This design comes from an exercise in tuning for small area, a short achievable clock period and few clock cycles on the open sky130 flow, not from production work. Function was checked by simulation only, so behaviour that the tests miss may differ from the original.

==> flow/design.v <==
module cp0_bit_engine (
    input  wire        clk,
    input  wire        rst,
    input  wire        cmd_valid,
    output wire        cmd_ready,
    input  wire [5:0]  cmd_func,
    input  wire [7:0]  cmd_mode,
    input  wire [23:0] cmd_n,
    input  wire [31:0] cmd_arg0,
    input  wire [31:0] cmd_arg1,
    input  wire [15:0] cmd_tag,
    input  wire        in_valid,
    output wire        in_ready,
    input  wire [31:0] in_data,
    output wire        out_valid,
    input  wire        out_ready,
    output wire [31:0] out_data,
    output wire        sts_valid,
    input  wire        sts_ready,
    output wire [31:0] sts_word,
    output wire [31:0] sts_crc
);
    localparam [3:0] S_IDLE  = 4'd0;
    localparam [3:0] S_DEC   = 4'd1;
    localparam [3:0] S_CRC   = 4'd2;
    localparam [3:0] S_TAIL  = 4'd3;
    localparam [3:0] S_SKIP  = 4'd4;
    localparam [3:0] S_GEN   = 4'd5;
    localparam [3:0] S_DRAIN = 4'd6;
    localparam [3:0] S_STS   = 4'd7;
    localparam [27:0] JW = 28'd3;    
    function [5:0] crc_len(input [2:0] code);
        case (code)
            3'd0, 3'd1, 3'd2: crc_len = 6'd24;
            3'd3:             crc_len = 6'd16;
            3'd4:             crc_len = 6'd11;
            3'd5:             crc_len = 6'd6;
            3'd6:             crc_len = 6'd8;
            default:          crc_len = 6'd32;
        endcase
    endfunction
    function [31:0] len_mask(input [2:0] code);
        case (code)
            3'd0, 3'd1, 3'd2: len_mask = 32'h00FF_FFFF;
            3'd3:             len_mask = 32'h0000_FFFF;
            3'd4:             len_mask = 32'h0000_07FF;
            3'd5:             len_mask = 32'h0000_003F;
            3'd6:             len_mask = 32'h0000_00FF;
            default:          len_mask = 32'hFFFF_FFFF;
        endcase
    endfunction
    function fast_code(input [2:0] code);
        case (code)
            3'd0: fast_code = 1'b1;
            3'd1: fast_code = 1'b1;
            3'd2: fast_code = 1'b1;
            3'd7: fast_code = 1'b1;
            default: fast_code = 1'b0;
        endcase
    endfunction
    function [31:0] crc_inv(input [31:0] c, input [2:0] code);
        reg [31:0] p;
        begin
            case (code)
                3'd0:    p = 32'h00C3_267D;
                3'd1:    p = 32'h00C0_0031;
                3'd2:    p = 32'h00D9_588B;
                3'd3:    p = 32'h0000_8810;
                3'd4:    p = 32'h0000_0710;
                3'd5:    p = 32'h0000_0030;
                3'd6:    p = 32'h0000_00CD;
                default: p = 32'h05EC_76F1;
            endcase
            if (code == 3'd7)
                crc_inv = {c[30:0], 1'b1} ^ (c[31] ? 32'd0 : p);
            else
                crc_inv = {1'b0, c[31:1]} ^ (c[0] ? p : 32'd0);
        end
    endfunction
    function [4:0] sb(input [4:0] p);
        sb = {p[4:3], ~p[2:0]};
    endfunction
    function [31:0] stream_mask(input [4:0] k);
        integer i;
        begin
            for (i = 0; i < 32; i = i + 1)
                stream_mask[sb(i)] = (i <= k);
        end
    endfunction
    function [63:0] win_shift(input [31:0] a, input [31:0] b);
        reg [31:0] na, nb;
        integer i;
        begin
            na[7] = 1'b0;
            nb[7] = a[24];
            for (i = 1; i < 32; i = i + 1) begin
                na[sb(i)] = a[sb(i - 1)];
                nb[sb(i)] = b[sb(i - 1)];
            end
            win_shift = {na, nb};
        end
    endfunction
    function [31:0] crc_eng(input [31:0] c, input [31:0] d, input [2:0] cd);
        reg [243:0] t;
        reg [31:0] e;
        begin
            t[0] = c[23] ^ d[7];
            t[1] = c[22] ^ d[6];
            t[2] = c[21] ^ d[5];
            t[3] = c[20] ^ d[4];
            t[4] = c[19] ^ d[3];
            t[5] = c[18] ^ d[2];
            t[6] = c[17] ^ d[1];
            t[7] = c[16] ^ d[0];
            t[8] = c[15] ^ d[15];
            t[9] = c[14] ^ d[14];
            t[10] = c[13] ^ d[13];
            t[11] = c[12] ^ d[12];
            t[12] = c[11] ^ d[11];
            t[13] = c[10] ^ d[10];
            t[14] = c[9] ^ d[9];
            t[15] = c[8] ^ d[8];
            t[16] = c[7] ^ d[23];
            t[17] = c[6] ^ d[22];
            t[18] = c[5] ^ d[21];
            t[19] = c[4] ^ d[20];
            t[20] = c[3] ^ d[19];
            t[21] = c[2] ^ d[18];
            t[22] = c[1] ^ d[17];
            t[23] = c[0] ^ d[16];
            t[24] = d[31];
            t[25] = d[30];
            t[26] = d[29];
            t[27] = d[28];
            t[28] = d[27];
            t[29] = d[26];
            t[30] = d[25];
            t[31] = d[24];
            t[32] = ~c[0] ^ d[0];
            t[33] = ~c[1] ^ d[1];
            t[34] = ~c[2] ^ d[2];
            t[35] = ~c[3] ^ d[3];
            t[36] = ~c[4] ^ d[4];
            t[37] = ~c[5] ^ d[5];
            t[38] = ~c[6] ^ d[6];
            t[39] = ~c[7] ^ d[7];
            t[40] = ~c[8] ^ d[8];
            t[41] = ~c[9] ^ d[9];
            t[42] = ~c[10] ^ d[10];
            t[43] = ~c[11] ^ d[11];
            t[44] = ~c[12] ^ d[12];
            t[45] = ~c[13] ^ d[13];
            t[46] = ~c[14] ^ d[14];
            t[47] = ~c[15] ^ d[15];
            t[48] = ~c[16] ^ d[16];
            t[49] = ~c[17] ^ d[17];
            t[50] = ~c[18] ^ d[18];
            t[51] = ~c[19] ^ d[19];
            t[52] = ~c[20] ^ d[20];
            t[53] = ~c[21] ^ d[21];
            t[54] = ~c[22] ^ d[22];
            t[55] = ~c[23] ^ d[23];
            t[56] = ~c[24] ^ d[24];
            t[57] = ~c[25] ^ d[25];
            t[58] = ~c[26] ^ d[26];
            t[59] = ~c[27] ^ d[27];
            t[60] = ~c[28] ^ d[28];
            t[61] = ~c[29] ^ d[29];
            t[62] = ~c[30] ^ d[30];
            t[63] = ~c[31] ^ d[31];
            t[64] = t[20] ^ t[25];
            t[65] = t[2] ^ t[6];
            t[66] = t[19] ^ t[24];
            t[67] = t[18] ^ t[23];
            t[68] = t[21] ^ t[26];
            t[69] = t[3] ^ t[7];
            t[70] = t[4] ^ t[8];
            t[71] = t[1] ^ t[29];
            t[72] = t[14] ^ t[30];
            t[73] = t[22] ^ t[27];
            t[74] = t[5] ^ t[9];
            t[75] = t[11] ^ t[31];
            t[76] = t[32] ^ t[55];
            t[77] = t[38] ^ t[47];
            t[78] = t[0] ^ t[17];
            t[79] = t[15] ^ t[69];
            t[80] = t[16] ^ t[64];
            t[81] = t[34] ^ t[57];
            t[82] = t[33] ^ t[52];
            t[83] = t[10] ^ t[12];
            t[84] = t[28] ^ t[70];
            t[85] = t[65] ^ t[68];
            t[86] = t[36] ^ t[45];
            t[87] = t[42] ^ t[58];
            t[88] = t[53] ^ t[54];
            t[89] = t[66] ^ t[67];
            t[90] = t[37] ^ t[46];
            t[91] = t[35] ^ t[49];
            t[92] = t[39] ^ t[48];
            t[93] = t[13] ^ t[72];
            t[94] = t[51] ^ t[76];
            t[95] = t[41] ^ t[62];
            t[96] = t[43] ^ t[59];
            t[97] = t[60] ^ t[61];
            t[98] = t[71] ^ t[74];
            t[99] = t[63] ^ t[77];
            t[100] = t[40] ^ t[86];
            t[101] = t[44] ^ t[50];
            t[102] = t[56] ^ t[88];
            t[103] = t[75] ^ t[83];
            t[104] = t[78] ^ t[79];
            t[105] = t[82] ^ t[91];
            t[106] = t[31] ^ t[80];
            t[107] = t[19] ^ t[67];
            t[108] = t[18] ^ t[73];
            t[109] = t[0] ^ t[13];
            t[110] = t[59] ^ t[87];
            t[111] = t[65] ^ t[84];
            t[112] = t[14] ^ t[73];
            t[113] = t[10] ^ t[93];
            t[114] = t[12] ^ t[30];
            t[115] = t[85] ^ t[89];
            t[116] = t[81] ^ t[90];
            t[117] = t[9] ^ t[17];
            t[118] = t[68] ^ t[103];
            t[119] = t[104] ^ t[106];
            t[120] = t[0] ^ t[3];
            t[121] = t[15] ^ t[16];
            t[122] = t[22] ^ t[28];
            t[123] = t[1] ^ t[23];
            t[124] = t[5] ^ t[66];
            t[125] = t[80] ^ t[109];
            t[126] = t[72] ^ t[73];
            t[127] = t[26] ^ t[29];
            t[128] = t[10] ^ t[28];
            t[129] = t[33] ^ t[99];
            t[130] = t[94] ^ t[100];
            t[131] = t[39] ^ t[101];
            t[132] = t[58] ^ t[95];
            t[133] = t[38] ^ t[61];
            t[134] = t[55] ^ t[81];
            t[135] = t[37] ^ t[44];
            t[136] = t[63] ^ t[92];
            t[137] = t[54] ^ t[97];
            t[138] = t[40] ^ t[97];
            t[139] = t[20] ^ t[66];
            t[140] = t[74] ^ t[107];
            t[141] = t[12] ^ t[79];
            t[142] = t[9] ^ t[31];
            t[143] = t[8] ^ t[85];
            t[144] = t[15] ^ t[108];
            t[145] = t[24] ^ t[71];
            t[146] = t[2] ^ t[124];
            t[147] = t[7] ^ t[64];
            t[148] = t[4] ^ t[6];
            t[149] = t[10] ^ t[98];
            t[150] = t[0] ^ t[1];
            t[151] = t[25] ^ t[28];
            t[152] = t[64] ^ t[74];
            t[153] = t[84] ^ t[115];
            t[154] = t[16] ^ t[69];
            t[155] = t[56] ^ t[110];
            t[156] = t[35] ^ t[102];
            t[157] = t[34] ^ t[82];
            t[158] = t[36] ^ t[94];
            t[159] = t[41] ^ t[50];
            t[160] = t[77] ^ t[88];
            t[161] = t[90] ^ t[105];
            t[162] = t[56] ^ t[60];
            t[163] = t[76] ^ t[96];
            t[164] = t[62] ^ t[87];
            t[165] = t[48] ^ t[134];
            t[166] = t[15] ^ t[27];
            t[167] = t[71] ^ t[117];
            t[168] = t[84] ^ t[118];
            t[169] = t[4] ^ t[21];
            t[170] = t[17] ^ t[27];
            t[171] = t[13] ^ t[14];
            t[172] = t[21] ^ t[122];
            t[173] = t[10] ^ t[142];
            t[174] = t[26] ^ t[111];
            t[175] = t[71] ^ t[139];
            t[176] = t[5] ^ t[29];
            t[177] = t[68] ^ t[78];
            t[178] = t[72] ^ t[146];
            t[179] = t[89] ^ t[148];
            t[180] = t[70] ^ t[75];
            t[181] = t[89] ^ t[120];
            t[182] = t[67] ^ t[75];
            t[183] = t[11] ^ t[22];
            t[184] = t[78] ^ t[85];
            t[185] = t[21] ^ t[98];
            t[186] = t[107] ^ t[127];
            t[187] = t[11] ^ t[29];
            t[188] = t[12] ^ t[17];
            t[189] = t[7] ^ t[70];
            t[190] = t[13] ^ t[67];
            t[191] = t[11] ^ t[70];
            t[192] = t[74] ^ t[103];
            t[193] = t[5] ^ t[153];
            t[194] = t[13] ^ t[31];
            t[195] = t[98] ^ t[119];
            t[196] = t[6] ^ t[66];
            t[197] = t[64] ^ t[65];
            t[198] = t[5] ^ t[80];
            t[199] = t[14] ^ t[75];
            t[200] = t[79] ^ t[152];
            t[201] = t[19] ^ t[126];
            t[202] = t[30] ^ t[149];
            t[203] = t[78] ^ t[83];
            t[204] = t[11] ^ t[27];
            t[205] = t[66] ^ t[111];
            t[206] = t[154] ^ t[205];
            t[207] = t[93] ^ t[127];
            t[208] = t[112] ^ t[123];
            t[209] = t[6] ^ t[20];
            t[210] = t[35] ^ t[57];
            t[211] = t[76] ^ t[86];
            t[212] = t[116] ^ t[132];
            t[213] = t[43] ^ t[105];
            t[214] = t[44] ^ t[133];
            t[215] = t[42] ^ t[157];
            t[216] = t[43] ^ t[94];
            t[217] = t[92] ^ t[135];
            t[218] = t[156] ^ t[216];
            t[219] = t[32] ^ t[51];
            t[220] = t[159] ^ t[161];
            t[221] = t[55] ^ t[92];
            t[222] = t[49] ^ t[82];
            t[223] = t[52] ^ t[55];
            t[224] = t[53] ^ t[101];
            t[225] = t[42] ^ t[63];
            t[226] = t[95] ^ t[163];
            t[227] = t[36] ^ t[116];
            t[228] = t[95] ^ t[129];
            t[229] = t[57] ^ t[96];
            t[230] = t[137] ^ t[164];
            t[231] = t[53] ^ t[155];
            t[232] = t[86] ^ t[99];
            t[233] = t[87] ^ t[102];
            t[234] = t[46] ^ t[130];
            t[235] = t[41] ^ t[45];
            t[236] = t[51] ^ t[131];
            t[237] = t[96] ^ t[99];
            t[238] = t[100] ^ t[132];
            t[239] = t[165] ^ t[237];
            t[240] = t[62] ^ t[136];
            t[241] = t[58] ^ t[162];
            t[242] = t[50] ^ t[91];
            t[243] = t[81] ^ t[91];
            e = 32'd0;
            case (cd)
            3'd0: begin
                e[0] = t[93] ^ t[166] ^ t[167] ^ t[168];
                e[1] = t[1] ^ t[119] ^ t[169];
                e[2] = t[65] ^ t[72] ^ t[120] ^ t[121] ^ t[139];
                e[3] = t[2] ^ t[30] ^ t[140] ^ t[168] ^ t[170];
                e[4] = t[18] ^ t[106] ^ t[141] ^ t[171] ^ t[172];
                e[5] = t[173] ^ t[174] ^ t[175];
                e[6] = t[4] ^ t[25] ^ t[104] ^ t[107] ^ t[118] ^ t[171] ^ t[176];
                e[7] = t[3] ^ t[106] ^ t[143] ^ t[144] ^ t[145];
                e[8] = t[15] ^ t[28] ^ t[123] ^ t[147] ^ t[177] ^ t[178];
                e[9] = t[71] ^ t[112] ^ t[125] ^ t[179];
                e[10] = t[126] ^ t[149] ^ t[180] ^ t[181];
                e[11] = t[2] ^ t[112] ^ t[141] ^ t[150] ^ t[182];
                e[12] = t[1] ^ t[113] ^ t[183] ^ t[184];
                e[13] = t[83] ^ t[125] ^ t[185];
                e[14] = t[27] ^ t[31] ^ t[113] ^ t[175] ^ t[177];
                e[15] = t[9] ^ t[28] ^ t[114] ^ t[125] ^ t[186];
                e[16] = t[8] ^ t[66] ^ t[144] ^ t[151] ^ t[187] ^ t[188];
                e[17] = t[114] ^ t[121] ^ t[142] ^ t[145] ^ t[189] ^ t[190];
                e[18] = t[68] ^ t[69] ^ t[73] ^ t[109] ^ t[123] ^ t[148] ^ t[173];
                e[19] = t[22] ^ t[114] ^ t[120] ^ t[143] ^ t[152];
                e[20] = t[21] ^ t[71] ^ t[146] ^ t[147] ^ t[191];
                e[21] = t[20] ^ t[69] ^ t[128] ^ t[150] ^ t[179];
                e[22] = t[3] ^ t[65] ^ t[73] ^ t[78] ^ t[140];
                e[23] = t[2] ^ t[28] ^ t[29] ^ t[93] ^ t[108] ^ t[121] ^ t[192];
            end
            3'd1: begin
                e[0] = t[71] ^ t[119] ^ t[126] ^ t[193];
                e[1] = t[8] ^ t[194];
                e[2] = t[7] ^ t[114];
                e[3] = t[6] ^ t[187];
                e[4] = t[5] ^ t[128];
                e[5] = t[8] ^ t[72] ^ t[115] ^ t[122] ^ t[195];
                e[6] = t[3] ^ t[26] ^ t[194];
                e[7] = t[2] ^ t[25] ^ t[114];
                e[8] = t[11] ^ t[145];
                e[9] = t[0] ^ t[23] ^ t[128];
                e[10] = t[9] ^ t[73];
                e[11] = t[8] ^ t[68];
                e[12] = t[147];
                e[13] = t[196];
                e[14] = t[5] ^ t[67];
                e[15] = t[4] ^ t[17] ^ t[22];
                e[16] = t[3] ^ t[16] ^ t[21];
                e[17] = t[2] ^ t[15] ^ t[20];
                e[18] = t[1] ^ t[14] ^ t[19];
                e[19] = t[18] ^ t[109];
                e[20] = t[188];
                e[21] = t[11] ^ t[16];
                e[22] = t[10] ^ t[15];
                e[23] = t[30] ^ t[73] ^ t[153] ^ t[195];
            end
            3'd2: begin
                e[0] = t[4] ^ t[113] ^ t[167] ^ t[182] ^ t[197];
                e[1] = t[12] ^ t[22] ^ t[111] ^ t[181] ^ t[198] ^ t[199];
                e[2] = t[21] ^ t[29] ^ t[31] ^ t[112] ^ t[196] ^ t[200];
                e[3] = t[20] ^ t[93] ^ t[193];
                e[4] = t[65] ^ t[69] ^ t[192] ^ t[201];
                e[5] = t[13] ^ t[18] ^ t[85] ^ t[191] ^ t[202];
                e[6] = t[64] ^ t[69] ^ t[84] ^ t[98] ^ t[203];
                e[7] = t[0] ^ t[9] ^ t[204] ^ t[206];
                e[8] = t[170] ^ t[180] ^ t[200] ^ t[207];
                e[9] = t[25] ^ t[83] ^ t[206] ^ t[207];
                e[10] = t[24] ^ t[65] ^ t[98] ^ t[141] ^ t[151] ^ t[190] ^ t[204];
                e[11] = t[5] ^ t[11] ^ t[24] ^ t[174] ^ t[203] ^ t[208];
                e[12] = t[20] ^ t[31] ^ t[72] ^ t[108] ^ t[154] ^ t[176] ^ t[184];
                e[13] = t[68] ^ t[121] ^ t[128] ^ t[140] ^ t[199];
                e[14] = t[64] ^ t[70] ^ t[113] ^ t[117] ^ t[144];
                e[15] = t[1] ^ t[30] ^ t[69] ^ t[70] ^ t[80] ^ t[103] ^ t[115];
                e[16] = t[89] ^ t[104] ^ t[183] ^ t[197] ^ t[202];
                e[17] = t[8] ^ t[30] ^ t[75] ^ t[124] ^ t[125] ^ t[172];
                e[18] = t[7] ^ t[20] ^ t[29] ^ t[30] ^ t[83] ^ t[89] ^ t[166] ^ t[169];
                e[19] = t[3] ^ t[11] ^ t[14] ^ t[117] ^ t[122] ^ t[186] ^ t[209];
                e[20] = t[16] ^ t[23] ^ t[75] ^ t[84] ^ t[185] ^ t[201] ^ t[209];
                e[21] = t[19] ^ t[74] ^ t[75] ^ t[104] ^ t[143] ^ t[151] ^ t[208];
                e[22] = t[24] ^ t[85] ^ t[108] ^ t[113] ^ t[150] ^ t[189] ^ t[198];
                e[23] = t[0] ^ t[18] ^ t[79] ^ t[118] ^ t[178];
            end
            3'd7: begin
                e[31] = ~(t[54] ^ t[90] ^ t[129] ^ t[130] ^ t[155] ^ t[210]);
                e[30] = ~(t[131] ^ t[156] ^ t[211] ^ t[212]);
                e[29] = ~(t[100] ^ t[102] ^ t[134] ^ t[213] ^ t[214]);
                e[28] = ~(t[60] ^ t[215] ^ t[217] ^ t[218]);
                e[27] = ~(t[96] ^ t[158] ^ t[159] ^ t[160] ^ t[215]);
                e[26] = ~(t[40] ^ t[87] ^ t[88] ^ t[219] ^ t[220]);
                e[25] = ~(t[34] ^ t[99] ^ t[102] ^ t[110] ^ t[220] ^ t[221]);
                e[24] = ~(t[48] ^ t[130] ^ t[160] ^ t[212] ^ t[222]);
                e[23] = ~(t[110] ^ t[133] ^ t[136] ^ t[223] ^ t[224]);
                e[22] = ~(t[46] ^ t[100] ^ t[105] ^ t[162] ^ t[225] ^ t[226]);
                e[21] = ~(t[44] ^ t[56] ^ t[61] ^ t[92] ^ t[227] ^ t[228]);
                e[20] = ~(t[51] ^ t[63] ^ t[229] ^ t[230]);
                e[19] = ~(t[50] ^ t[57] ^ t[95] ^ t[97] ^ t[231]);
                e[18] = ~(t[41] ^ t[42] ^ t[137] ^ t[161] ^ t[219] ^ t[232]);
                e[17] = ~(t[60] ^ t[101] ^ t[165] ^ t[228] ^ t[233]);
                e[16] = ~(t[40] ^ t[47] ^ t[57] ^ t[61] ^ t[90] ^ t[102] ^ t[222] ^ t[226]);
                e[15] = ~(t[52] ^ t[92] ^ t[97] ^ t[233] ^ t[234]);
                e[14] = ~(t[59] ^ t[60] ^ t[160] ^ t[210] ^ t[223] ^ t[235] ^ t[236]);
                e[13] = ~(t[47] ^ t[81] ^ t[211] ^ t[213] ^ t[224] ^ t[225]);
                e[12] = ~(t[49] ^ t[52] ^ t[135] ^ t[238] ^ t[239]);
                e[11] = ~(t[45] ^ t[163] ^ t[214] ^ t[240]);
                e[10] = ~(t[43] ^ t[77] ^ t[135] ^ t[230]);
                e[9] = ~(t[58] ^ t[129] ^ t[138] ^ t[218] ^ t[235]);
                e[8] = ~(t[35] ^ t[53] ^ t[62] ^ t[157] ^ t[232] ^ t[236] ^ t[241]);
                e[7] = ~(t[62] ^ t[94] ^ t[96] ^ t[101] ^ t[105] ^ t[116] ^ t[133]);
                e[6] = ~(t[46] ^ t[138] ^ t[239] ^ t[242]);
                e[5] = ~(t[38] ^ t[40] ^ t[60] ^ t[158] ^ t[240] ^ t[243]);
                e[4] = ~(t[50] ^ t[61] ^ t[81] ^ t[136] ^ t[164] ^ t[234]);
                e[3] = ~(t[49] ^ t[63] ^ t[90] ^ t[95] ^ t[110] ^ t[131] ^ t[138] ^ t[158]);
                e[2] = ~(t[38] ^ t[92] ^ t[137] ^ t[229] ^ t[238] ^ t[242]);
                e[1] = ~(t[77] ^ t[138] ^ t[217] ^ t[231] ^ t[243]);
                e[0] = ~(t[41] ^ t[77] ^ t[82] ^ t[96] ^ t[221] ^ t[227] ^ t[241]);
            end
            default: e = 32'd0;
            endcase
            crc_eng = e;
        end
    endfunction
    function [15:0] crc_eng8(input [15:0] c, input [7:0] d, input [2:0] cd);
        reg [67:0] t;
        reg [15:0] e;
        begin
            t[15:0] = c;
            t[23:16] = d;
            t[24] = t[19] ^ t[23];
            t[25] = t[4] ^ t[20];
            t[26] = t[18] ^ t[22];
            t[27] = t[5] ^ t[21];
            t[28] = t[1] ^ t[17];
            t[29] = t[3] ^ t[16];
            t[30] = t[6] ^ t[10];
            t[31] = t[7] ^ t[24];
            t[32] = t[25] ^ t[27];
            t[33] = t[2] ^ t[26];
            t[34] = t[0] ^ t[28];
            t[35] = t[9] ^ t[17];
            t[36] = t[12] ^ t[20];
            t[37] = t[13] ^ t[21];
            t[38] = t[29] ^ t[31];
            t[39] = t[9] ^ t[30];
            t[40] = t[8] ^ t[16];
            t[41] = t[10] ^ t[26];
            t[42] = t[11] ^ t[15];
            t[43] = t[3] ^ t[22];
            t[44] = t[7] ^ t[8];
            t[45] = t[19] ^ t[25];
            t[46] = t[33] ^ t[34];
            t[47] = t[36] ^ t[40];
            t[48] = t[35] ^ t[37];
            t[49] = t[14] ^ t[41];
            t[50] = t[24] ^ t[42];
            t[51] = t[15] ^ t[23];
            t[52] = t[25] ^ t[30];
            t[53] = t[38] ^ t[52];
            t[54] = t[32] ^ t[44];
            t[55] = t[6] ^ t[8];
            t[56] = t[19] ^ t[55];
            t[57] = t[26] ^ t[27];
            t[58] = t[20] ^ t[22];
            t[59] = t[31] ^ t[39];
            t[60] = t[58] ^ t[59];
            t[61] = t[24] ^ t[39];
            t[62] = t[2] ^ t[18];
            t[63] = t[34] ^ t[62];
            t[64] = t[45] ^ t[46];
            t[65] = t[1] ^ t[24];
            t[66] = t[32] ^ t[65];
            t[67] = t[2] ^ t[43];
            e = 16'd0;
            case (cd)
            3'd3: begin
                e[0] = t[47];
                e[1] = t[48];
                e[2] = t[49];
                e[3] = t[50];
                e[4] = t[36];
                e[5] = t[37] ^ t[47];
                e[6] = t[14] ^ t[22] ^ t[48];
                e[7] = t[49] ^ t[51];
                e[8] = t[0] ^ t[50];
                e[9] = t[1] ^ t[36];
                e[10] = t[2] ^ t[37];
                e[11] = t[14] ^ t[43];
                e[12] = t[12] ^ t[25] ^ t[40] ^ t[51];
                e[13] = t[13] ^ t[27] ^ t[35];
                e[14] = t[14] ^ t[26] ^ t[30];
                e[15] = t[31] ^ t[42];
            end
            3'd4: begin
                e[0] = t[17] ^ t[53];
                e[1] = t[17] ^ t[18] ^ t[54];
                e[2] = t[9] ^ t[56] ^ t[57];
                e[3] = t[60];
                e[4] = t[10] ^ t[20] ^ t[21] ^ t[23] ^ t[44];
                e[5] = t[8] ^ t[21] ^ t[22] ^ t[35] ^ t[53];
                e[6] = t[23] ^ t[35] ^ t[41] ^ t[54];
                e[7] = t[8] ^ t[57] ^ t[61];
                e[8] = t[0] ^ t[60];
                e[9] = t[4] ^ t[21] ^ t[28] ^ t[29] ^ t[56];
                e[10] = t[5] ^ t[29] ^ t[33] ^ t[61];
            end
            3'd5: begin
                e[0] = t[20] ^ t[24] ^ t[27] ^ t[29] ^ t[63];
                e[1] = t[3] ^ t[21] ^ t[64];
                e[2] = t[0] ^ t[3] ^ t[33] ^ t[66];
                e[3] = t[66] ^ t[67];
                e[4] = t[23] ^ t[32] ^ t[67];
                e[5] = t[16] ^ t[64];
            end
            3'd6: begin
                e[0] = t[38] ^ t[63];
                e[1] = t[0] ^ t[7] ^ t[16] ^ t[23] ^ t[25];
                e[2] = t[27] ^ t[28];
                e[3] = t[6] ^ t[22] ^ t[34] ^ t[38];
                e[4] = t[0] ^ t[29] ^ t[45];
                e[5] = t[28] ^ t[32];
                e[6] = t[6] ^ t[27] ^ t[33];
                e[7] = t[6] ^ t[16] ^ t[46];
            end
            default: e = 16'd0;
            endcase
            crc_eng8 = e;
        end
    endfunction
    function [61:0] x1_adv(input [30:0] s);
        reg [48:0] t;
        reg [30:0] a, j;
        begin
            t[30:0] = s;
            t[31] = t[9] ^ t[12];
            t[32] = t[10] ^ t[13];
            t[33] = t[11] ^ t[14];
            t[34] = t[15] ^ t[18];
            t[35] = t[16] ^ t[19];
            t[36] = t[17] ^ t[20];
            t[37] = t[21] ^ t[24];
            t[38] = t[22] ^ t[25];
            t[39] = t[23] ^ t[26];
            t[40] = t[27] ^ t[30];
            t[41] = t[0] ^ t[28];
            t[42] = t[1] ^ t[29];
            t[43] = t[2] ^ t[5];
            t[44] = t[3] ^ t[6];
            t[45] = t[4] ^ t[7];
            t[46] = t[5] ^ t[8];
            t[47] = t[3] ^ t[41];
            t[48] = t[4] ^ t[42];
            a[0] = t[1] ^ t[4];
            a[1] = t[43];
            a[2] = t[44];
            a[3] = t[45];
            a[4] = t[46];
            a[5] = t[6] ^ t[9];
            a[6] = t[7] ^ t[10];
            a[7] = t[8] ^ t[11];
            a[8] = t[31];
            a[9] = t[32];
            a[10] = t[33];
            a[11] = t[12] ^ t[15];
            a[12] = t[13] ^ t[16];
            a[13] = t[14] ^ t[17];
            a[14] = t[34];
            a[15] = t[35];
            a[16] = t[36];
            a[17] = t[18] ^ t[21];
            a[18] = t[19] ^ t[22];
            a[19] = t[20] ^ t[23];
            a[20] = t[37];
            a[21] = t[38];
            a[22] = t[39];
            a[23] = t[24] ^ t[27];
            a[24] = t[25] ^ t[28];
            a[25] = t[26] ^ t[29];
            a[26] = t[40];
            a[27] = t[47];
            a[28] = t[48];
            a[29] = t[30] ^ t[43];
            a[30] = t[0] ^ t[6];
            j[0] = t[31] ^ t[44];
            j[1] = t[32] ^ t[45];
            j[2] = t[33] ^ t[46];
            j[3] = t[6] ^ t[15] ^ t[31];
            j[4] = t[7] ^ t[16] ^ t[32];
            j[5] = t[8] ^ t[17] ^ t[33];
            j[6] = t[31] ^ t[34];
            j[7] = t[32] ^ t[35];
            j[8] = t[33] ^ t[36];
            j[9] = t[12] ^ t[21] ^ t[34];
            j[10] = t[13] ^ t[22] ^ t[35];
            j[11] = t[14] ^ t[23] ^ t[36];
            j[12] = t[34] ^ t[37];
            j[13] = t[35] ^ t[38];
            j[14] = t[36] ^ t[39];
            j[15] = t[18] ^ t[27] ^ t[37];
            j[16] = t[19] ^ t[28] ^ t[38];
            j[17] = t[20] ^ t[29] ^ t[39];
            j[18] = t[37] ^ t[40];
            j[19] = t[38] ^ t[47];
            j[20] = t[39] ^ t[48];
            j[21] = t[24] ^ t[40] ^ t[43];
            j[22] = t[6] ^ t[25] ^ t[41];
            j[23] = t[7] ^ t[26] ^ t[42];
            j[24] = t[2] ^ t[8] ^ t[40];
            j[25] = t[9] ^ t[41];
            j[26] = t[10] ^ t[42];
            j[27] = t[2] ^ t[11] ^ t[30];
            j[28] = t[0] ^ t[12];
            j[29] = t[1] ^ t[13];
            j[30] = t[2] ^ t[14];
            x1_adv = {j, a};
        end
    endfunction
    function [61:0] x2_adv(input [30:0] s);
        reg [61:0] t;
        reg [30:0] a, j;
        begin
            t[30:0] = s;
            t[31] = t[2] ^ t[3];
            t[32] = t[11] ^ t[12];
            t[33] = t[13] ^ t[14];
            t[34] = t[15] ^ t[16];
            t[35] = t[17] ^ t[18];
            t[36] = t[19] ^ t[20];
            t[37] = t[21] ^ t[22];
            t[38] = t[23] ^ t[24];
            t[39] = t[25] ^ t[26];
            t[40] = t[27] ^ t[28];
            t[41] = t[29] ^ t[30];
            t[42] = t[1] ^ t[31];
            t[43] = t[4] ^ t[5];
            t[44] = t[6] ^ t[7];
            t[45] = t[8] ^ t[9];
            t[46] = t[0] ^ t[4];
            t[47] = t[0] ^ t[42];
            t[48] = t[2] ^ t[6];
            t[49] = t[10] ^ t[45];
            t[50] = t[9] ^ t[10];
            t[51] = t[12] ^ t[13];
            t[52] = t[14] ^ t[15];
            t[53] = t[16] ^ t[17];
            t[54] = t[18] ^ t[19];
            t[55] = t[20] ^ t[21];
            t[56] = t[22] ^ t[23];
            t[57] = t[24] ^ t[25];
            t[58] = t[26] ^ t[27];
            t[59] = t[28] ^ t[29];
            t[60] = t[30] ^ t[47];
            t[61] = t[1] ^ t[5];
            a[0] = t[4] ^ t[42];
            a[1] = t[31] ^ t[43];
            a[2] = t[3] ^ t[6] ^ t[43];
            a[3] = t[43] ^ t[44];
            a[4] = t[5] ^ t[8] ^ t[44];
            a[5] = t[44] ^ t[45];
            a[6] = t[7] ^ t[49];
            a[7] = t[11] ^ t[49];
            a[8] = t[32] ^ t[50];
            a[9] = t[10] ^ t[13] ^ t[32];
            a[10] = t[32] ^ t[33];
            a[11] = t[12] ^ t[15] ^ t[33];
            a[12] = t[33] ^ t[34];
            a[13] = t[14] ^ t[17] ^ t[34];
            a[14] = t[34] ^ t[35];
            a[15] = t[16] ^ t[19] ^ t[35];
            a[16] = t[35] ^ t[36];
            a[17] = t[18] ^ t[21] ^ t[36];
            a[18] = t[36] ^ t[37];
            a[19] = t[20] ^ t[23] ^ t[37];
            a[20] = t[37] ^ t[38];
            a[21] = t[22] ^ t[25] ^ t[38];
            a[22] = t[38] ^ t[39];
            a[23] = t[24] ^ t[27] ^ t[39];
            a[24] = t[39] ^ t[40];
            a[25] = t[26] ^ t[29] ^ t[40];
            a[26] = t[40] ^ t[41];
            a[27] = t[28] ^ t[41] ^ t[47];
            a[28] = t[41] ^ t[46];
            a[29] = t[0] ^ t[5] ^ t[30] ^ t[31];
            a[30] = t[46] ^ t[48];
            j[0] = t[3] ^ t[4] ^ t[32];
            j[1] = t[43] ^ t[51];
            j[2] = t[5] ^ t[6] ^ t[33];
            j[3] = t[44] ^ t[52];
            j[4] = t[7] ^ t[8] ^ t[34];
            j[5] = t[45] ^ t[53];
            j[6] = t[35] ^ t[50];
            j[7] = t[10] ^ t[11] ^ t[54];
            j[8] = t[32] ^ t[36];
            j[9] = t[51] ^ t[55];
            j[10] = t[33] ^ t[37];
            j[11] = t[52] ^ t[56];
            j[12] = t[34] ^ t[38];
            j[13] = t[53] ^ t[57];
            j[14] = t[35] ^ t[39];
            j[15] = t[54] ^ t[58];
            j[16] = t[36] ^ t[40];
            j[17] = t[55] ^ t[59];
            j[18] = t[37] ^ t[41];
            j[19] = t[56] ^ t[60];
            j[20] = t[38] ^ t[46];
            j[21] = t[57] ^ t[61];
            j[22] = t[39] ^ t[48];
            j[23] = t[3] ^ t[7] ^ t[58];
            j[24] = t[4] ^ t[8] ^ t[40];
            j[25] = t[5] ^ t[9] ^ t[59];
            j[26] = t[6] ^ t[10] ^ t[41];
            j[27] = t[7] ^ t[11] ^ t[60];
            j[28] = t[8] ^ t[12] ^ t[46];
            j[29] = t[9] ^ t[13] ^ t[61];
            j[30] = t[10] ^ t[14] ^ t[48];
            x2_adv = {j, a};
        end
    endfunction
    function [30:0] x1_step(input [30:0] s);
        x1_step = {s[3] ^ s[0], s[30:1]};
    endfunction
    function [30:0] x2_step(input [30:0] s);
        x2_step = {s[3] ^ s[2] ^ s[1] ^ s[0], s[30:1]};
    endfunction
    function [31:0] gold_word(input [30:0] a, input [30:0] b);
        reg [31:0] g;
        integer i;
        begin
            for (i = 0; i < 31; i = i + 1)
                g[sb(i)] = a[i] ^ b[i];
            g[24] = a[3] ^ a[0] ^ b[3] ^ b[2] ^ b[1] ^ b[0];
            gold_word = g;
        end
    endfunction
    reg [3:0]  st;
    reg [5:0]  func;
    reg [3:0]  mode;
    reg [15:0] tag;
    reg        r_par;
    reg        r_mis;
    reg [31:0] crc;      
    reg [30:0] x1;
    reg [30:0] x2;       
    reg [31:0] w;        
    reg        wf;       
    reg [31:0] od;       
    reg        ov;
    reg        sv;
    reg        cr;
    reg        ir;
    reg [23:0] nr;       
    reg [5:0]  zc;       
    reg        extra;    
    reg [1:0]  bc;       
    wire [2:0]  code    = mode[2:0];
    wire        is_gen  = (func == 6'h00);
    wire        is_chk  = (func == 6'h01);
    wire        is_gold = (func == 6'h08);
    wire        is_scr  = (func == 6'h09);
    wire        fast    = fast_code(code);
    wire [5:0]  clen    = crc_len(code);
    wire [18:0] pc      = nr[23:5];
    wire [4:0]  km1     = nr[4:0];
    wire        last    = (pc == 19'd0);
    wire        pc_ge2  = (pc[18:1] != 18'd0);
    wire        pc_one  = (pc == 19'd1);
    assign cmd_ready = cr;
    assign in_ready  = ir;
    assign out_valid = ov;
    assign out_data  = od;
    assign sts_valid = sv;
    assign sts_word  = {tag, 6'd0, func, r_mis, r_par, 1'b0, 1'b1};
    assign sts_crc   = crc;
    wire cmd_fire = cmd_valid && cr;
    wire in_fire  = in_valid && ir;
    wire out_free = !ov || out_ready;
    wire [24:0] dsub   = {1'b0, nr} - (is_chk ? {19'd0, clen} + 25'd1 : 25'd1);
    wire        borrow = dsub[24];
    wire        bad_fn = !(is_gen || is_chk || is_gold || is_scr);
    wire        param  = bad_fn ||
                         ((is_gen || is_chk) &&
                          (mode[3] || (code == 3'd7 && nr[2:0] != 3'd0) || (is_chk && borrow)));
    wire [4:0]  dkm1   = dsub[4:0];
    wire        dextra = is_chk && ({1'b0, dkm1} >= 6'd32 - clen);
    wire        dmore  = (dsub[23:5] != 19'd0) || dextra;
    wire [31:0] crc_init = (code == 3'd7) ? 32'd0 : ({1'b0, x2} & len_mask(code));
    wire [27:0] skip_w = {1'b0, crc[31:5]} + 28'd50;
    wire [31:0] dmask   = last ? stream_mask(km1) : 32'hFFFF_FFFF;
    wire [31:0] dw      = w & dmask;
    wire [7:0]  dbyte   = (bc == 2'd0) ? dw[7:0] : (bc == 2'd1) ? dw[15:8] :
                          (bc == 2'd2) ? dw[23:16] : dw[31:24];
    wire [31:0] crc_w   = fast ? crc_eng(crc, dw, code) : {16'd0, crc_eng8(crc[15:0], dbyte, code)};
    wire        consume = wf && (fast || bc == 2'd3);
    wire [31:0] crc_b   = crc_inv(crc, code);
    wire [5:0]  tail0   = 6'd63 - {1'b0, km1} - (is_chk ? clen : 6'd32);
    wire        inv_on  = (zc > (is_chk ? 6'd32 - clen : 6'd0));
    wire [63:0] win     = win_shift(od, w);
    wire [31:0] rval    = (code == 3'd7) ? w : ({w[7:0], w[15:8], w[23:16], w[31:24]} & len_mask(code));
    wire [61:0] x1a = x1_adv(x1);
    wire [61:0] x2a = x2_adv(x2);
    wire [31:0] gw  = gold_word(x1, x2);
    wire [27:0] q   = crc[27:0];
    wire        q_j = (q >= JW);
    wire [31:0] src = is_gold ? 32'd0 : (wf ? w : in_data);
    wire        gen_go = out_free && (is_gold || wf || in_fire);
    wire        skip_end = (zc == 6'd0) && (q_j ? (q == JW) : (q == 28'd1));
    reg [3:0]  st_n;
    reg [31:0] crc_n;
    reg [30:0] x1_n, x2_n;
    reg [31:0] w_n, od_n;
    reg        wf_n, ov_n, sv_n, ir_n;
    reg [23:0] nr_n;
    reg [5:0]  zc_n;
    reg [1:0]  bc_n;
    reg        extra_n, r_par_n, r_mis_n;
    always @(*) begin
        st_n    = st;
        crc_n   = crc;
        x1_n    = x1;
        x2_n    = x2;
        w_n     = w;
        od_n    = od;
        wf_n    = wf;
        ov_n    = ov && !out_ready;
        sv_n    = sv;
        nr_n    = nr;
        zc_n    = zc;
        bc_n    = bc;
        extra_n = extra;
        r_par_n = r_par;
        r_mis_n = r_mis;
        ir_n    = !(wf || in_fire);
        if (in_fire) begin
            w_n  = in_data;
            wf_n = 1'b1;
        end
        case (st)
        S_IDLE: if (cmd_fire) begin
            st_n = S_DEC;
            nr_n = cmd_n;
            crc_n = cmd_arg1;
            x1_n = 31'd1;
            x2_n = cmd_arg0[30:0];
            r_par_n = 1'b0;
            r_mis_n = 1'b0;
        end
        S_DEC: begin
            nr_n = dsub[23:0];
            extra_n = dextra;
            bc_n = 2'd0;
            if (param) begin
                r_par_n = 1'b1;
                crc_n = 32'd0;
                sv_n = 1'b1;
                st_n = S_STS;
            end else if (is_gen || is_chk) begin
                crc_n = crc_init;
                if (borrow) begin           
                    sv_n = 1'b1;
                    st_n = S_STS;
                end else begin
                    st_n = S_CRC;
                    if (fast && dmore)
                        ir_n = 1'b1;
                end
            end else begin
                crc_n = {4'd0, skip_w};
                zc_n = {1'b0, crc[4:0]};
                if (borrow) begin           
                    crc_n = 32'd0;
                    sv_n = 1'b1;
                    st_n = S_STS;
                end else
                    st_n = S_SKIP;
            end
        end
        S_CRC: begin
            if (wf) begin
                crc_n = crc_w;
                bc_n = bc + 2'd1;
            end
            if (consume) begin
                wf_n = in_fire;
                if (!last) begin
                    nr_n[23:5] = pc - 19'd1;
                end else begin
                    od_n = w;
                    zc_n = tail0;
                    if (is_gen && km1 == 5'd31) begin
                        sv_n = 1'b1;
                        st_n = S_STS;
                    end else
                        st_n = S_TAIL;
                end
            end
            if (consume && last)
                ir_n = extra && !in_fire;
            else
                ir_n = ((consume ? pc_ge2 : !last) || extra || !wf_n) &&
                       (fast || !wf_n || (wf && bc == 2'd2));
        end
        S_TAIL: begin
            ir_n = is_chk ? (extra && !(wf || in_fire)) : !(wf || in_fire);
            if (is_chk && zc == 6'd0 && wf) begin
                r_mis_n = (crc != rval);
                wf_n = 1'b0;
                ir_n = 1'b1;
                sv_n = 1'b1;
                st_n = S_STS;
            end else if (!(is_chk && extra && !wf) && zc != 6'd0) begin
                zc_n = zc - 6'd1;
                if (inv_on)
                    crc_n = crc_b;
                if (is_chk) begin
                    {od_n, w_n} = win;
                    wf_n = 1'b1;
                end
                if (!is_chk && zc == 6'd1) begin
                    sv_n = 1'b1;
                    st_n = S_STS;
                end
            end
        end
        S_SKIP: begin
            if (zc != 6'd0) begin
                x1_n = x1_step(x1);
                x2_n = x2_step(x2);
                zc_n = zc - 6'd1;
            end else if (q_j) begin
                x1_n = x1a[61:31];
                x2_n = x2a[61:31];
                crc_n = {4'd0, q - JW};
            end else begin
                x1_n = x1a[30:0];
                x2_n = x2a[30:0];
                crc_n = {4'd0, q - 28'd1};
            end
            if (skip_end)
                st_n = S_GEN;
        end
        S_GEN: begin
            if (gen_go) begin
                od_n = (src ^ gw) & dmask;
                ov_n = 1'b1;
                x1_n = x1a[30:0];
                x2_n = x2a[30:0];
                if (is_scr)
                    wf_n = 1'b0;    
                if (last)
                    st_n = S_DRAIN;
                else
                    nr_n[23:5] = pc - 19'd1;
            end
            if (is_scr && gen_go)
                ir_n = 1'b1;
        end
        S_DRAIN: if (out_free) begin
            sv_n = 1'b1;
            st_n = S_STS;
        end
        S_STS: if (sts_ready) begin
            sv_n = 1'b0;
            st_n = S_IDLE;
        end
        default: st_n = S_IDLE;
        endcase
    end
    always @(posedge clk) begin
        if (rst) begin
            st <= S_IDLE;
            wf <= 1'b0;
            ov <= 1'b0;
            sv <= 1'b0;
            cr <= 1'b1;
            ir <= 1'b1;
        end else begin
            st <= st_n;
            wf <= wf_n;
            ov <= ov_n;
            sv <= sv_n;
            cr <= (st == S_STS) ? sts_ready : (st == S_IDLE) && !cmd_valid;
            ir <= ir_n;
        end
        if (cmd_fire) begin
            func <= cmd_func;
            mode <= cmd_mode[3:0];
            tag  <= cmd_tag;
        end
        crc   <= crc_n;
        x1    <= x1_n;
        x2    <= x2_n;
        w     <= w_n;
        od    <= od_n;
        nr    <= nr_n;
        zc    <= zc_n;
        bc    <= bc_n;
        extra <= extra_n;
        r_par <= r_par_n;
        r_mis <= r_mis_n;
    end
endmodule
==> flow/run.sh <==
#!/bin/bash
# synth_recipe.tcl (not shown) runs the flow's synth.tcl, then flattens the netlist and writes it again
# the make line also repeats each setting of config.mk as NAME=value (left out here)
make -C /OpenROAD-flow-scripts/flow DESIGN_CONFIG=/design/flow/config.mk WORK_HOME=/design/flow/orfs CLKGATE_MAP_FILE= SYNTH_SCRIPT=/design/flow/synth_recipe.tcl finish
==> flow/config.mk <==
export PLATFORM = sky130hd
export DESIGN_NAME = cp0_bit_engine
export DESIGN_NICKNAME = cp0_bit_engine
export VERILOG_FILES = /design/flow/design.v
export SDC_FILE = /design/flow/constraint.sdc
export NUM_CORES = 8
export LEC_CHECK = 0
export CAP_MARGIN = 20
export CORE_MARGIN = 2
export CORE_UTILIZATION = 40
export SLEW_MARGIN = 20
==> flow/constraint.sdc <==
create_clock -name core_clock -period 64.0 [get_ports {clk}]
set_input_delay 12.8000 -clock core_clock [delete_from_list [all_inputs] [get_ports {clk}]]
set_output_delay 12.8000 -clock core_clock [all_outputs]
set_load 0.01 [all_outputs]
==> results.sh <==
export IMPL_antenna_cells=0
export IMPL_synth_top_cell_area_share=0.212
export IMPL_worstReg2RegStart="mode[2]"
export IMPL_worstSetupStartpoint="cmd_valid"
export IMPL_drtIter0Drc=4117
export IMPL_synthXorXnorAreaFrac=0.364
export IMPL_cts_sinks=227
export IMPL_fin_worst_skew_ps=33.1
export IMPL_die_y_microns=274
export IMPL_antenna_found_initial=2
export IMPL_r2r_slack_ps=57160
export IMPL_worstHoldPathType="reg2reg"
export IMPL_reg2reg_depth=22
export IMPL_fin_tns_setup_ps=0
export IMPL_min_period_ps=15170
export IMPL_ys_top_cells_by_count="706 x xnor2_1, 298 x xor2_1, 279 x nand2_1, 272 x nor2_1, 248 x o21ai_0"
export IMPL_drc=0
export IMPL_final_cell_count_no_fill=4520
export IMPL_synth_top_family_by_area="XOR/XNOR gates"
export IMPL_rows=98
export IMPL_clk_pin_slew_ps=60
export IMPL_finalSetupViolCount=0
export IMPL_start_util=0.406
export IMPL_postRouteWirelength_mm=136
export IMPL_synthCells=3457
export IMPL_synthAdderAreaFrac=0.0193
export IMPL_ys_async_sr_fraction=0
export IMPL_synthMuxAreaShare=0.0289
export IMPL_syn_area_per_cell_sq_um=8.43
export IMPL_tightest_slew_ps=1240
export IMPL_critPathLaunchType="primary input"
export IMPL_finalCoreUtilization=0.468
export IMPL_met3_length_mm=16.7
export IMPL_cts_root_buf="clkbuf_16"
export IMPL_status="no timing/DRC/antenna violations"
export IMPL_clkLatencyLatePin_ps=630
export IMPL_drtAntennaViolNets=0
export IMPL_htree_levels=1
export IMPL_ys_warn_count=1
export IMPL_worstHoldPathCells=1
export IMPL_ys_top_cells_by_area="xnor2_1 21%, edfxtp_1 19%, xor2_1 9.0%"
export IMPL_maxCapViolCount=0
export IMPL_synth_cell_area_sq_um=29100
export IMPL_hold_buffers=0
export IMPL_dpl_cell_count=4464
export IMPL_r2r_end="crc[7]"
export IMPL_vias=28400
export IMPL_worst_hold_slack_ps=465
export IMPL_grt_overflow=0
export IMPL_hp_start="sv"
export IMPL_fin_crit_sh=0.237
export IMPL_grt_max_degree=65
export IMPL_gp_congestion=1.03
export IMPL_avgViaCountPerCell=6.28
export IMPL_cp_end_kind="flip-flop"
export IMPL_crit_end="x2[29]"
export IMPL_required_ps=64250
export IMPL_dr_wl_met2_mm=57.6
export IMPL_yosysSeqAreaShare=0.220
export IMPL_top_layer_used="met5"
export IMPL_dieWidth_microns=274
export IMPL_synth_compound_area_share=0.193
export IMPL_synth_cell_types=101
export IMPL_rsz0062_at_grt="false"
export IMPL_cts_buffer_depth=3
export IMPL_synth_edf_count=187
export IMPL_grt_pass1_vias=26500
export IMPL_post_cts_buffers=0
export IMPL_grt_pass1_wl_mm=193
export IMPL_worstPathArrival_ps=15410
export IMPL_grtUsageTotal=0.351
export IMPL_layout_drive_gt1_share=0.0748
export IMPL_wl_per_cell_microns=30.1
export IMPL_firstDrtPassIters=7
export IMPL_ys_seq_elements=227
export IMPL_synth_flop_cell="edfxtp_1"
export IMPL_drt_met1_wl_mm=53.9
export IMPL_synth_most_common_cell="xnor2_1"
export IMPL_post_cts_resized=0
export IMPL_drv_slew=0
export IMPL_pin_count=256
export IMPL_path_max_fanout=62
export IMPL_synth_top_area_cell="xnor2_1"
export IMPL_port_buffers=242
export IMPL_fmax_mhz=65.9
export IMPL_core_area_sq_um=71700
export IMPL_final_net_count=3745
export IMPL_cts_tree="done"
export IMPL_post_dp_hpwl_mm=101
export IMPL_crit_type="in2reg"
export IMPL_slew_headroom=0.171
export IMPL_numCtsBuffers=30
export IMPL_hold_violations=0
export IMPL_synthSimpleGateAreaFrac=0.125
export IMPL_syn_to_final_growth_pct=15.4
export IMPL_die_area_sq_um=75000
[critical path, cell delays in order]
cell             delay, ps
clkdlybuf4s50_1        480
and2_2                 750
nor2_1                 140
a21o_1                 340
nor3_2                 140
buf_4                  700
[kinds of logic after synthesis]
| logic type | count (synthesis) |
|---|---|
| simple gates | 808 |
| xor+xnor | 1090 |
| fa+ha+maj | 44 |
| compound gates | 839 |
| mux | 84 |
| buf+inv | 363 |
| flops | 227 |
| other cells | 2 |
[metrics by stage]
step / setup WS (ps) / cell area, sq um
final: 48830 / 33600
after global routing: 48730 / 33600
after CTS: 48890 / 33600
after detailed placement: 48250 / 32500
after global placement: 48270 / 32500
after floorplan: 45370 / 29200
[area by class of cell]
class / count / area [sq um]
multi-input combinational: 2875 / 21400
tap: 950 / 1190
clock buffer: 46 / 956
fill: 7054 / 38100
sequential: 227 / 6420
inverter: 49 / 184
timing repair buffer: 363 / 3330
clock inverter: 10 / 96.3
[layer usage]
layer,track usage,up-vias
li1,-,12300
met1,0.471,13600
met2,0.523,2055
met3,0.0939,387
met4,0.166,4
met5,0,-
[placed cells by master, fill, tap and decap left out, types with 54 or more instances in the layout]
master,Yosys,final
xnor2_1,706,703
a22oi_1,54,54
edfxtp_1,187,187
nor3_1,65,61
buf_4,11,121
a21oi_1,169,169
nor2_1,272,268
xor2_1,298,296
mux2i_1,83,83
clkdlybuf4s50_1,0,242
nand2_1,279,278
o21ai_0,248,247
[sequential cells by signal, summed over array words and instances (netlist names)]
signal and count:
sv 1, wf 1, crc 32, cr 1, bc 2, ir 1
x1 31, od 32, tag 16, nr 24, w 32, x2 31
st 3, r_par 1, zc 6, ov 1, r_mis 1, mode 4
func 6, extra 1
[how the worst min path moves through the flow]
stage	to	slack (ps)
after floorplan	sv	510
after global placement	sv	450
after detailed placement	sv	460
after CTS	sv	470
after global routing	sv	480
final	sv	460
Testbench counts, summed over its fixed seeds: cycles 25,525.

-- re-timing with driven ports --
The results above use ideal ports. As a check the final layout listed here was re-extracted and re-timed, cells and wires unchanged.
Step 1: set_driving_cell puts a clkbuf_16 on clk and a buf_2 on each other input, an assumption about the parent block.
Step 2 moves the port delays by t, midway between the first and last clock arrival at a register: inputs arrive t later, outputs are due t later. That takes back most of the time a late clock gives input paths.
Slacks: ideal / step 1 / step 2; pairs: ideal / step 1.
t, ns: 0.674
setup WS [ns]: 48.834 / 48.870 / 48.196
worst slew at a driven data input, ns: 0.07
pins driven straight from the clock port: 1
After both steps this run still meets setup and hold. For this run, drivers alone change the setup slack by +0.036 ns; drivers and shift together by -0.638 ns.
